From an optimization exercise on the open Yosys and OpenROAD flow, aimed at small area and few clock cycles per item; shortcuts taken in it are not production practice.
RTL that was checked went through simulation tests only; none was proved equivalent to the original.

==> module aes128_core, before the edit <==
module aes128_core (
  input  wire         clk,
  input  wire         rst,         
  input  wire         in_valid,
  output wire         in_ready,
  input  wire [127:0] in_key,
  input  wire [127:0] in_block,
  output reg          out_valid,
  input  wire         out_ready,
  output wire [127:0] out_block
);
  reg         busy;
  reg  [3:0]  round;       
  reg [127:0] state;       
  reg [127:0] rkey;        
  wire accept = in_valid && in_ready;
  assign in_ready = !busy && (!out_valid || out_ready);
  reg [7:0] rcon;
  always @* begin
    case (round)
      4'd1:    rcon = 8'h01;
      4'd2:    rcon = 8'h02;
      4'd3:    rcon = 8'h04;
      4'd4:    rcon = 8'h08;
      4'd5:    rcon = 8'h10;
      4'd6:    rcon = 8'h20;
      4'd7:    rcon = 8'h40;
      4'd8:    rcon = 8'h80;
      4'd9:    rcon = 8'h1b;
      default: rcon = 8'h36;
    endcase
  end
  wire [127:0] s_next;     
  wire [127:0] k_next;     
  aes_round u_round (
    .s_in(state), .k_in(rkey), .rcon(rcon),
    .s_out(s_next), .s_last(out_block), .k_out(k_next)
  );
  always @(posedge clk) begin
    if (rst) begin
      busy      <= 1'b0;
      round     <= 4'd0;
      out_valid <= 1'b0;
    end else begin
      if (out_valid && out_ready)
        out_valid <= 1'b0;
      if (accept) begin
        busy  <= 1'b1;
        round <= 4'd1;
      end else if (busy) begin
        if (round == 4'd9) begin
          busy      <= 1'b0;
          round     <= 4'd0;
          out_valid <= 1'b1;
        end else begin
          round <= round + 4'd1;
        end
      end
    end
  end
  always @(posedge clk) begin
    if (accept) begin
      state <= in_block ^ in_key;
      rkey  <= in_key;
    end else if (busy) begin
      state <= s_next;
      rkey  <= k_next;
    end
  end
endmodule
==> module aes_round, before the edit <==
module aes_round (
  input  wire [127:0] s_in,
  input  wire [127:0] k_in,
  input  wire [7:0]   rcon,
  output wire [127:0] s_out,
  output wire [127:0] s_last,
  output wire [127:0] k_out
);
  genvar i, b, n;
  wire [31:0] kw0 = k_in[127:96];
  wire [31:0] kw1 = k_in[95:64];
  wire [31:0] kw2 = k_in[63:32];
  wire [31:0] kw3 = k_in[31:0];
  wire [31:0] rot = {kw3[23:0], kw3[31:24]};
  wire [31:0] sub;
  wire [31:0] nw0, nw1, nw2, nw3, t0;
  generate
    for (i = 0; i < 4; i = i + 1) begin : g_ks
      aes_sbox u_sbox (.in(rot[31-8*i -: 8]), .out(sub[31-8*i -: 8]));
    end
    for (b = 0; b < 32; b = b + 1) begin : g_kx
      if (b >= 24) begin : g_rc
        g_xor2 u_rc (.a(kw0[b]), .b(rcon[b-24]), .y(t0[b]));
      end else begin : g_norc
        assign t0[b] = kw0[b];
      end
      g_xor2 u_w0 (.a(t0[b]),  .b(sub[b]), .y(nw0[b]));
      g_xor2 u_w1 (.a(kw1[b]), .b(nw0[b]), .y(nw1[b]));
      g_xor2 u_w2 (.a(kw2[b]), .b(nw1[b]), .y(nw2[b]));
      g_xor2 u_w3 (.a(kw3[b]), .b(nw2[b]), .y(nw3[b]));
    end
  endgenerate
  assign k_out = {nw0, nw1, nw2, nw3};
  wire [127:0] sb;
  generate
    for (i = 0; i < 16; i = i + 1) begin : g_sub
      aes_sbox u_sbox (.in(s_in[127-8*i -: 8]), .out(sb[127-8*i -: 8]));
    end
  endgenerate
  wire [127:0] sr;
  generate
    for (i = 0; i < 16; i = i + 1) begin : g_shift
      localparam integer R = i % 4;
      localparam integer C = i / 4;
      localparam integer SRC = 4 * ((C + R) % 4) + R;
      assign sr[127-8*i -: 8] = sb[127-8*SRC -: 8];
    end
  endgenerate
  generate
    for (b = 0; b < 128; b = b + 1) begin : g_ark
      g_xor2 u_h (.a(sr[b]), .b(k_out[b]), .y(s_last[b]));
    end
  endgenerate
  generate
    for (i = 0; i < 4; i = i + 1) begin : g_mix
      wire [31:0] a = sr[127-32*i -: 32];
      wire [31:0] h = s_last[127-32*i -: 32];
      wire [31:0] u;        
      wire [31:0] x;        
      wire [7:0]  t;
      wire [31:0] f;
      for (b = 0; b < 4; b = b + 1) begin : g_byte
        localparam integer HI = 31 - 8*b;              
        localparam integer NX = 31 - 8*((b + 1) % 4);  
        wire [7:0] ub = u[HI -: 8];
        for (n = 0; n < 8; n = n + 1) begin : g_u
          g_xor2 u_u (.a(a[HI-7+n]), .b(a[NX-7+n]), .y(u[HI-7+n]));
        end
        assign x[HI-7] = ub[7];
        g_xor2 u_x1 (.a(ub[0]), .b(ub[7]), .y(x[HI-6]));
        assign x[HI-5] = ub[1];
        g_xor2 u_x3 (.a(ub[2]), .b(ub[7]), .y(x[HI-4]));
        g_xor2 u_x4 (.a(ub[3]), .b(ub[7]), .y(x[HI-3]));
        assign x[HI:HI-2] = ub[6:4];
        for (n = 0; n < 8; n = n + 1) begin : g_o
          g_xor2 u_f (.a(t[n]), .b(x[HI-7+n]), .y(f[HI-7+n]));
          g_xor2 u_o (.a(f[HI-7+n]), .b(h[HI-7+n]), .y(s_out[127-32*i-8*b-7+n]));
        end
      end
      for (b = 0; b < 8; b = b + 1) begin : g_t
        g_xor2 u_t (.a(u[24+b]), .b(u[8+b]), .y(t[b]));
      end
    end
  endgenerate
endmodule
clock: 8.0 ns
lec_check: 0
cap_margin: 20
core_margin: 2
core_utilization: 45
place_density: 0.55
slew_margin: 20
synth_hierarchical: 1
synth_minimum_keep_size: 0
run.sh (not shown) runs the stock make flow with config.mk's settings and CLKGATE_MAP_FILE= SYNTH_SCRIPT=/design/flow/synth_recipe.tcl, a recipe that flattens the netlist after the stock synthesis.
The starting point reached the layout checks and failed them: setup timing.
Testbench counts at the start, summed over its fixed seeds: cycles 19,208, items 1,920.
==> next run, changes <==
--- a/flow/design.v
+++ b/flow/design.v
@@ -162,24 +162,24 @@
   wire accept = in_valid && in_ready;
   assign in_ready = !busy && (!out_valid || out_ready);
-  reg [7:0] rcon;
+  reg [7:0] rcon;          
   always @* begin
     case (round)
-      4'd1:    rcon = 8'h01;
-      4'd2:    rcon = 8'h02;
-      4'd3:    rcon = 8'h04;
-      4'd4:    rcon = 8'h08;
-      4'd5:    rcon = 8'h10;
-      4'd6:    rcon = 8'h20;
-      4'd7:    rcon = 8'h40;
-      4'd8:    rcon = 8'h80;
-      4'd9:    rcon = 8'h1b;
+      4'd0:    rcon = 8'h01;
+      4'd1:    rcon = 8'h02;
+      4'd2:    rcon = 8'h04;
+      4'd3:    rcon = 8'h08;
+      4'd4:    rcon = 8'h10;
+      4'd5:    rcon = 8'h20;
+      4'd6:    rcon = 8'h40;
+      4'd7:    rcon = 8'h80;
+      4'd8:    rcon = 8'h1b;
       default: rcon = 8'h36;
     endcase
   end
+  wire [127:0] k_next;
+  aes_key_step u_key (.k_in(busy ? rkey : in_key), .rcon(rcon), .k_out(k_next));
   wire [127:0] s_next;     
-  wire [127:0] k_next;     
   aes_round u_round (
-    .s_in(state), .k_in(rkey), .rcon(rcon),
-    .s_out(s_next), .s_last(out_block), .k_out(k_next)
+    .s_in(state), .k_in(rkey), .s_out(s_next), .s_last(out_block)
   );
   always @(posedge clk) begin
@@ -208,5 +208,5 @@
     if (accept) begin
       state <= in_block ^ in_key;
-      rkey  <= in_key;
+      rkey  <= k_next;
     end else if (busy) begin
       state <= s_next;
@@ -215,13 +215,10 @@
   end
 endmodule
-module aes_round (
-  input  wire [127:0] s_in,
+module aes_key_step (
   input  wire [127:0] k_in,
   input  wire [7:0]   rcon,
-  output wire [127:0] s_out,
-  output wire [127:0] s_last,
   output wire [127:0] k_out
 );
-  genvar i, b, n;
+  genvar i, b;
   wire [31:0] kw0 = k_in[127:96];
   wire [31:0] kw1 = k_in[95:64];
@@ -248,4 +245,12 @@
   endgenerate
   assign k_out = {nw0, nw1, nw2, nw3};
+endmodule
+module aes_round (
+  input  wire [127:0] s_in,
+  input  wire [127:0] k_in,
+  output wire [127:0] s_out,
+  output wire [127:0] s_last
+);
+  genvar i, b, n;
   wire [127:0] sb;
   generate
@@ -265,5 +270,5 @@
   generate
     for (b = 0; b < 128; b = b + 1) begin : g_ark
-      g_xor2 u_h (.a(sr[b]), .b(k_out[b]), .y(s_last[b]));
+      g_xor2 u_h (.a(sr[b]), .b(k_in[b]), .y(s_last[b]));
     end
   endgenerate
Result: This time the run completed with no timing, DRC or antenna violations; global-route usage rose by 0.44 points; synthesized area went down by 1.1%; sequential cell count is unchanged; first-iteration DRC count fell by 6.3%; routed wire length decreases by 3.1%; clock skew went down by 4.4 ps; count of clock-buffer cells in the layout went down by 5; final cell count fell by 6.1%; core utilization drops by 9.4 points; sequential share of layout area came out higher by 2.3 points; worst setup slack is better by 640 ps; fmax came out higher by 8.2%.
Testbench counts after the change, summed over its fixed seeds: cycles 19,208, items 1,920.

Another version of the RTL of aes128_core (not shown whole).
Size in the first run: roughly 4,000 cells after synthesis, about 390 I/O pins.
Design aes128_core, start of the top module:
module aes128_core (
  input  wire         clk,
  input  wire         rst,         
  input  wire         in_valid,
  output wire         in_ready,
  input  wire [127:0] in_key,
  input  wire [127:0] in_block,
  output reg          out_valid,
  input  wire         out_ready,
  output wire [127:0] out_block
);
==> module aes_key_step, before the edit <==
module aes_key_step (
  input  wire [127:0] k_in,
  input  wire [7:0]   rcon,
  output wire [127:0] k_out
);
  genvar i, b;
  wire [31:0] kw0 = k_in[127:96];
  wire [31:0] kw1 = k_in[95:64];
  wire [31:0] kw2 = k_in[63:32];
  wire [31:0] kw3 = k_in[31:0];
  wire [31:0] rot = {kw3[23:0], kw3[31:24]};
  wire [31:0] sub;
  wire [31:0] nw0, nw1, nw2, nw3, t0;
  generate
    for (i = 0; i < 4; i = i + 1) begin : g_ks
      aes_sbox u_sbox (.in(rot[31-8*i -: 8]), .out(sub[31-8*i -: 8]));
    end
    for (b = 0; b < 32; b = b + 1) begin : g_kx
      wire q12, q23;
      if (b >= 24) begin : g_rc
        g_xor2 u_rc (.a(kw0[b]), .b(rcon[b-24]), .y(t0[b]));
      end else begin : g_norc
        assign t0[b] = kw0[b];
      end
      g_xor2 u_q12 (.a(kw1[b]), .b(kw2[b]), .y(q12));
      g_xor2 u_q23 (.a(kw2[b]), .b(kw3[b]), .y(q23));
      g_xor2 u_w0 (.a(t0[b]),  .b(sub[b]), .y(nw0[b]));
      g_xor2 u_w1 (.a(kw1[b]), .b(nw0[b]), .y(nw1[b]));
      g_xor2 u_w2 (.a(q12),    .b(nw0[b]), .y(nw2[b]));
      g_xor2 u_w3 (.a(q23),    .b(nw1[b]), .y(nw3[b]));
    end
  endgenerate
  assign k_out = {nw0, nw1, nw2, nw3};
endmodule
==> module aes_mix_ark, before the edit <==
module aes_mix_ark (
  input  wire [127:0] a,
  input  wire [127:0] k,
  output wire [127:0] s_out,
  output wire [127:0] s_last
);
  genvar i, b, n;
  generate
    for (b = 0; b < 128; b = b + 1) begin : g_ark
      g_xor2 u_h (.a(a[b]), .b(k[b]), .y(s_last[b]));
    end
  endgenerate
  generate
    for (i = 0; i < 4; i = i + 1) begin : g_mix
      wire [31:0] ac = a[127-32*i -: 32];
      wire [31:0] h = s_last[127-32*i -: 32];
      wire [31:0] u;        
      wire [31:0] x;        
      wire [7:0]  t;
      wire [31:0] f;
      for (b = 0; b < 4; b = b + 1) begin : g_byte
        localparam integer HI = 31 - 8*b;              
        localparam integer NX = 31 - 8*((b + 1) % 4);  
        wire [7:0] ub = u[HI -: 8];
        for (n = 0; n < 8; n = n + 1) begin : g_u
          g_xor2 u_u (.a(ac[HI-7+n]), .b(ac[NX-7+n]), .y(u[HI-7+n]));
        end
        assign x[HI-7] = ub[7];
        g_xor2 u_x1 (.a(ub[0]), .b(ub[7]), .y(x[HI-6]));
        assign x[HI-5] = ub[1];
        g_xor2 u_x3 (.a(ub[2]), .b(ub[7]), .y(x[HI-4]));
        g_xor2 u_x4 (.a(ub[3]), .b(ub[7]), .y(x[HI-3]));
        assign x[HI:HI-2] = ub[6:4];
        for (n = 0; n < 8; n = n + 1) begin : g_o
          if (n == 1 || n == 3 || n == 4) begin : g_late
            g_xor2 u_f (.a(t[n]), .b(x[HI-7+n]), .y(f[HI-7+n]));
            g_xor2 u_o (.a(f[HI-7+n]), .b(h[HI-7+n]), .y(s_out[127-32*i-8*b-7+n]));
          end else begin : g_early
            g_xor2 u_f (.a(h[HI-7+n]), .b(x[HI-7+n]), .y(f[HI-7+n]));
            g_xor2 u_o (.a(f[HI-7+n]), .b(t[n]), .y(s_out[127-32*i-8*b-7+n]));
          end
        end
      end
      for (b = 0; b < 8; b = b + 1) begin : g_t
        g_xor2 u_t (.a(u[24+b]), .b(u[8+b]), .y(t[b]));
      end
    end
  endgenerate
endmodule
==> flow/config.mk <==
export PLATFORM = sky130hd
export DESIGN_NAME = aes128_core
export DESIGN_NICKNAME = aes128_core
export VERILOG_FILES = /design/flow/design.v
export SDC_FILE = /design/flow/constraint.sdc
export NUM_CORES = 8
export LEC_CHECK = 0
export CAP_MARGIN = 20
export CORE_MARGIN = 2
export CORE_UTILIZATION = 60
export PLACE_DENSITY = 0.7
export SLEW_MARGIN = 20
export SYNTH_HIERARCHICAL = 1
export SYNTH_MINIMUM_KEEP_SIZE = 0
==> flow/constraint.sdc <==
create_clock -name core_clock -period 8.0 [get_ports {clk}]
set_input_delay 1.6000 -clock core_clock [delete_from_list [all_inputs] [get_ports {clk}]]
set_output_delay 1.6000 -clock core_clock [all_outputs]
set_load 0.01 [all_outputs]
standard.sh (not shown) runs the stock make flow with config.mk's settings and CLKGATE_MAP_FILE= SYNTH_SCRIPT=/design/flow/synth_recipe.tcl, a recipe that flattens the netlist after the stock synthesis.
==> flow/flow/run.sh <==
#!/bin/bash
# The standard layout, with the port buffers made of buf_1 cells rather than
# the delay-buffer cells that buffer_ports picks on its own.
set -euo pipefail
bash standard.sh BUFFER_PORTS_ARGS="-buffer_cell sky130_fd_sc_hd__buf_1" finish > flow_make.log 2>&1
The first run finished clean.
Edit:
--- a/flow/design.v
+++ b/flow/design.v
@@ -220,20 +220,17 @@
     for (i = 0; i < 4; i = i + 1) begin : g_ks
       aes_sbox u_sbox (.in(rot[31-8*i -: 8]), .out(sub[31-8*i -: 8]));
     end
     for (b = 0; b < 32; b = b + 1) begin : g_kx
-      wire q12, q23;
       if (b >= 24) begin : g_rc
         g_xor2 u_rc (.a(kw0[b]), .b(rcon[b-24]), .y(t0[b]));
       end else begin : g_norc
         assign t0[b] = kw0[b];
       end
-      g_xor2 u_q12 (.a(kw1[b]), .b(kw2[b]), .y(q12));
-      g_xor2 u_q23 (.a(kw2[b]), .b(kw3[b]), .y(q23));
       g_xor2 u_w0 (.a(t0[b]),  .b(sub[b]), .y(nw0[b]));
       g_xor2 u_w1 (.a(kw1[b]), .b(nw0[b]), .y(nw1[b]));
-      g_xor2 u_w2 (.a(q12),    .b(nw0[b]), .y(nw2[b]));
-      g_xor2 u_w3 (.a(q23),    .b(nw1[b]), .y(nw3[b]));
+      g_xor2 u_w2 (.a(kw2[b]), .b(nw1[b]), .y(nw2[b]));
+      g_xor2 u_w3 (.a(kw3[b]), .b(nw2[b]), .y(nw3[b]));
     end
   endgenerate
   assign k_out = {nw0, nw1, nw2, nw3};
 endmodule
@@ -288,15 +285,10 @@
         g_xor2 u_x3 (.a(ub[2]), .b(ub[7]), .y(x[HI-4]));
         g_xor2 u_x4 (.a(ub[3]), .b(ub[7]), .y(x[HI-3]));
         assign x[HI:HI-2] = ub[6:4];
         for (n = 0; n < 8; n = n + 1) begin : g_o
-          if (n == 1 || n == 3 || n == 4) begin : g_late
-            g_xor2 u_f (.a(t[n]), .b(x[HI-7+n]), .y(f[HI-7+n]));
-            g_xor2 u_o (.a(f[HI-7+n]), .b(h[HI-7+n]), .y(s_out[127-32*i-8*b-7+n]));
-          end else begin : g_early
-            g_xor2 u_f (.a(h[HI-7+n]), .b(x[HI-7+n]), .y(f[HI-7+n]));
-            g_xor2 u_o (.a(f[HI-7+n]), .b(t[n]), .y(s_out[127-32*i-8*b-7+n]));
-          end
+          g_xor2 u_f (.a(t[n]), .b(x[HI-7+n]), .y(f[HI-7+n]));
+          g_xor2 u_o (.a(f[HI-7+n]), .b(h[HI-7+n]), .y(s_out[127-32*i-8*b-7+n]));
         end
       end
       for (b = 0; b < 8; b = b + 1) begin : g_t
         g_xor2 u_t (.a(u[24+b]), .b(u[8+b]), .y(t[b]));
Count of clock-buffer cells in the layout rises by 1.
Setup slack is worse by 0.058 ns.
Design area falls slightly.
Fmax falls slightly.
Via count falls slightly.
Register-to-register slack is worse by 0.06 ns.
Sequential cell count is unchanged.
First-iteration DRC count falls slightly.
Routed wire length falls slightly.
Worst hold slack is worse by 0.0083 ns.
Testbench counts after the change, summed over its fixed seeds: cycles 19,208, items 1,920.
No functional check of the RTL was part of the first run of this note.

separate check: timing with driven ports:
No port has a modelled driver above. Below, the same layouts with a new extraction and two added sets of constraints.
Step 1, drivers: a clkbuf_16 drives clk and a buf_2 each remaining input, both assumed.
Step 2 adds t to the input delays and takes it off the output delays; t is the mean of the earliest and latest rising clock arrival at the registers after step 1. Input paths then give back, and output paths get back, about the clock's delay inside the block.
a / b / c = no drivers / after step 1 / after step 2; a / b = the first two.
run | t, ns | setup slack, ns | worst slew at a driven data input, ns | pins driven straight from the clock port
the first run of note 1 | 0.653 | -0.408 / -0.471 / 0.183 | 0.14 | 1
the second run of note 1 | 0.627 | 0.228 / 0.164 / -0.137 | 0.06 | 1
the first run of note 2 | 0.645 | 0.489 / 0.489 / 0.090 | 0.09 | 1
the second run of note 2 | 0.663 | 0.431 / 0.431 / -0.149 | 0.07 | 1
Met with ideal ports but missed after step 2: setup timing in the second run of note 1 and the second run of note 2. For the second run of note 2, which loses most, drivers alone change the setup slack by 0.000 ns; drivers and shift together by -0.580 ns.
